From an optimization exercise on the open Yosys and OpenROAD flow, aimed at small area; shortcuts taken in it are not production practice.
Only simulation tests tie the RTL to the original design; equivalence was not proved.
Power figures rest on the tool's default switching activity, not on a simulated workload.

// pwm_axis
module pwm_axis (
    input  wire        clk,
    input  wire        rst,           
    input  wire [15:0] per,           
    input  wire [1:0]  presc,         
    input  wire [6:0]  dith,          
    input  wire        carrdith,      
    input  wire [15:0] seed,          
    input  wire        seed_load,     
    input  wire [5:0]  mode,          
    input  wire [15:0] cmp_u,
    input  wire [15:0] cmp_v,
    input  wire [15:0] cmp_w,
    input  wire [9:0]  dtr_u,
    input  wire [9:0]  dtr_v,
    input  wire [9:0]  dtr_w,
    input  wire [9:0]  dtf_u,
    input  wire [9:0]  dtf_v,
    input  wire [9:0]  dtf_w,
    input  wire [7:0]  minp,
    output wire [2:0]  gh,            
    output wire [2:0]  gl,            
    output wire        pstart,        
    output reg  [15:0] cnt,           
    output reg  [15:0] plen           
);
    localparam [1:0] M_OFF = 2'd0, M_LOW = 2'd1, M_PWM = 2'd2, M_PWMH = 2'd3;
    reg  [2:0]  sub;                
    reg  [1:0]  presc_c;
    reg         first;              
    reg  [6:0]  s;                  
    reg  [2:0]  gh_en, gh_full, gl_en;    
    reg  [6:0]  hl_u, hl_v, hl_w;   
    reg  [2:0]  xs;                 
    reg  [9:0]  dc_u, dc_v, dc_w;   
    wire [2:0]  smask    = {presc_c == 2'd3, presc_c[1], presc_c != 2'd0};
    wire        sub_wrap = &(sub | ~smask);
    wire [15:0] pre_k    = 16'd128 >> presc_c;
  ...
Settings: LEC_CHECK=0, CAP_MARGIN=0, CORE_MARGIN=2, CORE_UTILIZATION=60, SLEW_MARGIN=0; clock period 350.0 ns.
standard.sh (not shown) runs the stock make flow with config.mk's settings and CLKGATE_MAP_FILE= SYNTH_SCRIPT=/design/flow/synth_recipe.tcl, a recipe that flattens the netlist after the stock synthesis.
==> flow/flow/run.sh <==
#!/bin/bash
# Own layout flow: the standard flow (floorplan, power grid, tap cells, placement and
# routing unchanged) with three changes:
#  - synthesis is the standard flow's synthesis script with only ABC's mapping script replaced by an
#    area-oriented one (flow/area.abc); registers, their names and cell types are untouched;
#  - ports are buffered with single-drive buffers;
#  - the clock tree uses small buffers and no dummy loads.
# Each make run writes its full output to a log file in the work folder.
set -euo pipefail
W=$PWD
sed 's|^  log_cmd abc {\*}\$abc_args$|  log_cmd abc {*}[lreplace $abc_args 1 1 $::env(MY_ABC_SCRIPT)]|' \
    "$FLOW_HOME/scripts/synth.tcl" > "$W/synth_area.tcl"
grep -q 'MY_ABC_SCRIPT' "$W/synth_area.tcl"
sed "s|source \$::env(SCRIPTS_DIR)/synth.tcl|source $W/synth_area.tcl|" "$W/synth_recipe.tcl" > "$W/synth_recipe_area.tcl"
grep -q "source $W/synth_area.tcl" "$W/synth_recipe_area.tcl"
export MY_ABC_SCRIPT="$W/flow/area.abc"
export BUFFER_PORTS_ARGS="-buffer_cell sky130_fd_sc_hd__buf_1"
export CTS_ARGS="-sink_clustering_enable -repair_clock_nets -dont_use_dummy_load -buf_list {sky130_fd_sc_hd__clkbuf_4 sky130_fd_sc_hd__clkbuf_8} -sink_clustering_size 16 -sink_clustering_max_diameter 35"
bash standard.sh "SYNTH_SCRIPT=$W/synth_recipe_area.tcl" synth > synth.log 2>&1
bash standard.sh finish > layout.log 2>&1
==> flow/flow/area.abc <==
&get -n
&st
&dch
&nf -R 1000 -p
&put
strash
dch -f
map -a
mfs2
&get -n
&st
&syn2
&if -g -K 6
&synch2
&nf -R 1000 -p
&st
&dch -f
&nf -R 1000 -p
&put
strash
dch -f
map -a
mfs2
&get -n
&st
&dch -f
&nf -R 1000 -p
&put
strash
dch -f
map -a
mfs2
&get -n
&st
&dch -f
&nf -R 1000 -p
&put
Then changed:
--- a/flow/flow/run.sh
+++ b/flow/flow/run.sh
@@ -16,5 +16,5 @@
 export MY_ABC_SCRIPT="$W/flow/area.abc"
 export BUFFER_PORTS_ARGS="-buffer_cell sky130_fd_sc_hd__buf_1"
-export CTS_ARGS="-sink_clustering_enable -repair_clock_nets -dont_use_dummy_load -buf_list {sky130_fd_sc_hd__clkbuf_4 sky130_fd_sc_hd__clkbuf_8} -sink_clustering_size 16 -sink_clustering_max_diameter 35"
+export CTS_ARGS="-sink_clustering_enable -repair_clock_nets -dont_use_dummy_load -buf_list sky130_fd_sc_hd__clkbuf_8 -sink_clustering_size 16 -sink_clustering_max_diameter 50"
 bash standard.sh "SYNTH_SCRIPT=$W/synth_recipe_area.tcl" synth > synth.log 2>&1
 bash standard.sh finish > layout.log 2>&1
--- a/flow/flow/area.abc
+++ b/flow/flow/area.abc
@@ -27,11 +27,2 @@
 &nf -R 1000 -p
 &put
-strash
-dch -f
-map -a
-mfs2
-&get -n
-&st
-&dch -f
-&nf -R 1000 -p
-&put
Settings changed: CAP_MARGIN 0 to 20, CORE_UTILIZATION 60 to 40, SLEW_MARGIN 0 to 20.
Wire length goes up by a few percent.
Register-to-register slack gains 990 ps.
Final area goes up slightly.
Utilization goes down by 23 points.
Setup slack gains 170 ps.
Sequential share of layout area goes down by 0.40 points.
Then changed:
--- a/flow/flow/run.sh
+++ b/flow/flow/run.sh
@@ -16,5 +16,5 @@
 export MY_ABC_SCRIPT="$W/flow/area.abc"
 export BUFFER_PORTS_ARGS="-buffer_cell sky130_fd_sc_hd__buf_1"
-export CTS_ARGS="-sink_clustering_enable -repair_clock_nets -dont_use_dummy_load -buf_list sky130_fd_sc_hd__clkbuf_8 -sink_clustering_size 16 -sink_clustering_max_diameter 50"
+export CTS_ARGS="-sink_clustering_enable -repair_clock_nets -dont_use_dummy_load -buf_list sky130_fd_sc_hd__clkbuf_8 -sink_clustering_size 20 -sink_clustering_max_diameter 55"
 bash standard.sh "SYNTH_SCRIPT=$W/synth_recipe_area.tcl" synth > synth.log 2>&1
 bash standard.sh finish > layout.log 2>&1
--- a/flow/flow/area.abc
+++ b/flow/flow/area.abc
@@ -1,2 +1,6 @@
+&get -n
+&st
+&deepsyn -T 90
+&put
 &get -n
 &st
@@ -27,2 +31,11 @@
 &nf -R 1000 -p
 &put
+strash
+dch -f
+map -a
+mfs2
+&get -n
+&st
+&dch -f
+&nf -R 1000 -p
+&put
Settings changed: CORE_UTILIZATION 40 to 60.
Synthesized area falls by about 1.9%; sequential share of layout area went up by 1.9 points; worst setup slack degrades by 160 ps; final cell count falls by about 9%; final area falls by 3.9%; synthesized cell count went up by 0.37%; total power fell by 3.1%; core utilization increases by 22 points; non-clock buffer count fell by 6.
Then changed:
--- a/flow/flow/run.sh
+++ b/flow/flow/run.sh
@@ -16,5 +16,5 @@
 export MY_ABC_SCRIPT="$W/flow/area.abc"
 export BUFFER_PORTS_ARGS="-buffer_cell sky130_fd_sc_hd__buf_1"
-export CTS_ARGS="-sink_clustering_enable -repair_clock_nets -dont_use_dummy_load -buf_list sky130_fd_sc_hd__clkbuf_8 -sink_clustering_size 20 -sink_clustering_max_diameter 55"
+export CTS_ARGS="-sink_clustering_enable -repair_clock_nets -dont_use_dummy_load -buf_list sky130_fd_sc_hd__clkbuf_8 -sink_clustering_size 20 -sink_clustering_max_diameter 45"
 bash standard.sh "SYNTH_SCRIPT=$W/synth_recipe_area.tcl" synth > synth.log 2>&1
 bash standard.sh finish > layout.log 2>&1
--- a/flow/flow/area.abc
+++ b/flow/flow/area.abc
@@ -1,6 +1,2 @@
-&get -n
-&st
-&deepsyn -T 90
-&put
 &get -n
 &st
=> Flip-flop and latch count is unchanged. Final cell count falls by 2.0%. Critical path depth falls by 3. Synthesized area rises by 0.98%.

pwm_axis, a different RTL version from the one above (not shown whole).
Size in the first run: roughly 1600 cells after synthesis, ~340 flip-flops, roughly 18000 µm² of cells after synthesis.
export LEC_CHECK = 0
export CAP_MARGIN = 20
export CORE_MARGIN = 2
export CORE_UTILIZATION = 40
export SLEW_MARGIN = 20
create_clock -name core_clock -period 350.0 [get_ports {clk}]
==> flow/flow/run.sh <==
#!/bin/bash
# Own layout flow: the standard flow (floorplan, power grid, tap cells, placement and
# routing unchanged) with three changes:
#  - synthesis is the standard flow's synthesis script with only ABC's mapping script replaced by an
#    area-oriented one (flow/area.abc); registers, their names and cell types are untouched;
#  - ports are buffered with single-drive buffers;
#  - the clock tree uses small buffers and no dummy loads.
# Each make run writes its full output to a log file in the work folder.
set -euo pipefail
W=$PWD
sed 's|^  log_cmd abc {\*}\$abc_args$|  log_cmd abc {*}[lreplace $abc_args 1 1 $::env(MY_ABC_SCRIPT)]|' \
    "$FLOW_HOME/scripts/synth.tcl" > "$W/synth_area.tcl"
grep -q 'MY_ABC_SCRIPT' "$W/synth_area.tcl"
sed "s|source \$::env(SCRIPTS_DIR)/synth.tcl|source $W/synth_area.tcl|" "$W/synth_recipe.tcl" > "$W/synth_recipe_area.tcl"
grep -q "source $W/synth_area.tcl" "$W/synth_recipe_area.tcl"
export MY_ABC_SCRIPT="$W/flow/area.abc"
export BUFFER_PORTS_ARGS="-buffer_cell sky130_fd_sc_hd__buf_1"
export CTS_ARGS="-sink_clustering_enable -repair_clock_nets -dont_use_dummy_load -buf_list sky130_fd_sc_hd__clkbuf_8 -sink_clustering_size 16 -sink_clustering_max_diameter 50"
bash standard.sh "SYNTH_SCRIPT=$W/synth_recipe_area.tcl" synth > synth.log 2>&1
bash standard.sh finish > layout.log 2>&1
==> flow/flow/area.abc <==
&get -n
&st
&dch
&nf -R 1000 -p
&put
strash
dch -f
map -a
mfs2
&get -n
&st
&syn2
&if -g -K 6
&synch2
&nf -R 1000 -p
&st
&dch -f
&nf -R 1000 -p
&put
strash
dch -f
map -a
mfs2
&get -n
&st
&dch -f
&nf -R 1000 -p
&put
The first run completed with no timing, DRC or antenna violations.
Change:
==> flow/flow/run.sh (replaced) <==
#!/bin/bash
# Own layout flow: the standard flow (standard synthesis, floorplan, power grid and tap
# cells unchanged), with single-drive port buffers and a clock tree of small buffers without
# dummy loads. Each make run writes its full output to a log file in the work folder.
set -euo pipefail
export BUFFER_PORTS_ARGS="-buffer_cell sky130_fd_sc_hd__buf_1"
export CTS_ARGS="-sink_clustering_enable -repair_clock_nets -dont_use_dummy_load -buf_list sky130_fd_sc_hd__clkbuf_8 -sink_clustering_size 16 -sink_clustering_max_diameter 50"
bash standard.sh synth > synth.log 2>&1
bash standard.sh finish > layout.log 2>&1
removed: flow/flow/area.abc
=> The new run finished with timing, DRC and antenna clean. Via count rose by 2.6%. Setup slack improves by 0.33 ns. Combinational power decreases by about 2%. Die area rose by 5.2%. Wire length rises by 4.0%. Area after synthesis climbs by 5.3%. Synthesized cell count grows by 8.6%. Critical path depth goes down by 6.

Another version of the RTL of pwm_axis (not shown whole).
Size: ~1500 cells after synthesis, roughly 330 flip-flops, roughly 210 I/O pins, roughly 17000 µm² of cells after synthesis.
export LEC_CHECK = 0
export CAP_MARGIN = 20
export CORE_MARGIN = 2
export CORE_UTILIZATION = 60
export SLEW_MARGIN = 20
create_clock -name core_clock -period 350.0 [get_ports {clk}]
==> flow/flow/run.sh <==
#!/bin/bash
# Own layout flow: the standard flow (floorplan, power grid, tap cells, placement and
# routing unchanged) with three changes:
#  - synthesis is the standard flow's synthesis script with only ABC's mapping script replaced by an
#    area-oriented one (flow/area.abc); registers, their names and cell types are untouched;
#  - ports are buffered with single-drive buffers;
#  - the clock tree uses small buffers and no dummy loads.
# Each make run writes its full output to a log file in the work folder.
set -euo pipefail
W=$PWD
sed 's|^  log_cmd abc {\*}\$abc_args$|  log_cmd abc {*}[lreplace $abc_args 1 1 $::env(MY_ABC_SCRIPT)]|' \
    "$FLOW_HOME/scripts/synth.tcl" > "$W/synth_area.tcl"
grep -q 'MY_ABC_SCRIPT' "$W/synth_area.tcl"
sed "s|source \$::env(SCRIPTS_DIR)/synth.tcl|source $W/synth_area.tcl|" "$W/synth_recipe.tcl" > "$W/synth_recipe_area.tcl"
grep -q "source $W/synth_area.tcl" "$W/synth_recipe_area.tcl"
export MY_ABC_SCRIPT="$W/flow/area.abc"
export BUFFER_PORTS_ARGS="-buffer_cell sky130_fd_sc_hd__buf_1"
export CTS_ARGS="-sink_clustering_enable -repair_clock_nets -dont_use_dummy_load -buf_list sky130_fd_sc_hd__clkbuf_8 -sink_clustering_size 20 -sink_clustering_max_diameter 55"
bash standard.sh "SYNTH_SCRIPT=$W/synth_recipe_area.tcl" synth > synth.log 2>&1
bash standard.sh finish > layout.log 2>&1
==> flow/flow/area.abc <==
&get -n
&st
&deepsyn -T 240
&put
&get -n
&st
&dch
&nf -R 1000 -p
&put
strash
dch -f
map -a
mfs2
&get -n
&st
&syn2
&if -g -K 6
&synch2
&nf -R 1000 -p
&st
&dch -f
&nf -R 1000 -p
&put
strash
dch -f
map -a
mfs2
&get -n
&st
&dch -f
&nf -R 1000 -p
&put
strash
dch -f
map -a
mfs2
&get -n
&st
&dch -f
&nf -R 1000 -p
&put
Next try:
--- a/flow/flow/area.abc
+++ b/flow/flow/area.abc
@@ -2,3 +2,3 @@
 &st
-&deepsyn -T 240
+&deepsyn -T 90
 &put
What happened: Flip-flop and latch count stays the same. Clock skew went down by 0.025 ns. Worst setup slack gets worse by 0.65 ns. Cell count shrinks by about 0.8%. Fmax drops by 0.86%. Register-to-register slack improved by 0.36 ns. Utilization came out higher by 0.12 points. Synthesized cell count drops by about 1.4%. Global-route usage is lower by 1.6 points. Total power barely changes. Area after synthesis is about the same.

==> port drivers added, routing unchanged <==
The results above use ideal ports. As a check the final layouts listed here were re-extracted and re-timed, cells and wires unchanged.
Step 1 sets driving cells, clkbuf_16 on the clock port and buf_2 on the other inputs (assumed; they add their load-dependent delay and slew).
Step 2 adds t to the input delays and takes it off the output delays; t is the mean of the earliest and latest rising clock arrival at the registers after step 1. Input paths then give back, and output paths get back, about the clock's delay inside the block.
Slacks: ideal / step 1 / step 2; pairs: ideal / step 1.
run | t, ns | setup slack, ns | worst hold slack (ns)
the first run of note 1 | 0.633 | 275.085 / 275.036 / 275.669 | 0.454 / 0.454 / 0.454
the second run of note 1 | 0.646 | 275.257 / 275.209 / 275.855 | 0.461 / 0.461 / 0.461
the third run of note 1 | 0.660 | 275.093 / 275.043 / 275.703 | 0.475 / 0.475 / 0.475
the fourth run of note 1 | 0.595 | 275.131 / 275.083 / 275.678 | 0.484 / 0.484 / 0.484
the first run of note 2 | 0.659 | 275.878 / 275.824 / 276.483 | 0.476 / 0.476 / 0.476
the second run of note 2 | 0.667 | 276.207 / 276.151 / 276.818 | 0.479 / 0.479 / 0.479
the first run of note 3 | 0.662 | 275.044 / 274.999 / 275.661 | 0.464 / 0.464 / 0.464
the second run of note 3 | 0.640 | 274.396 / 274.348 / 274.988 | 0.446 / 0.446 / 0.446
After both steps setup and hold are still met in every run listed.
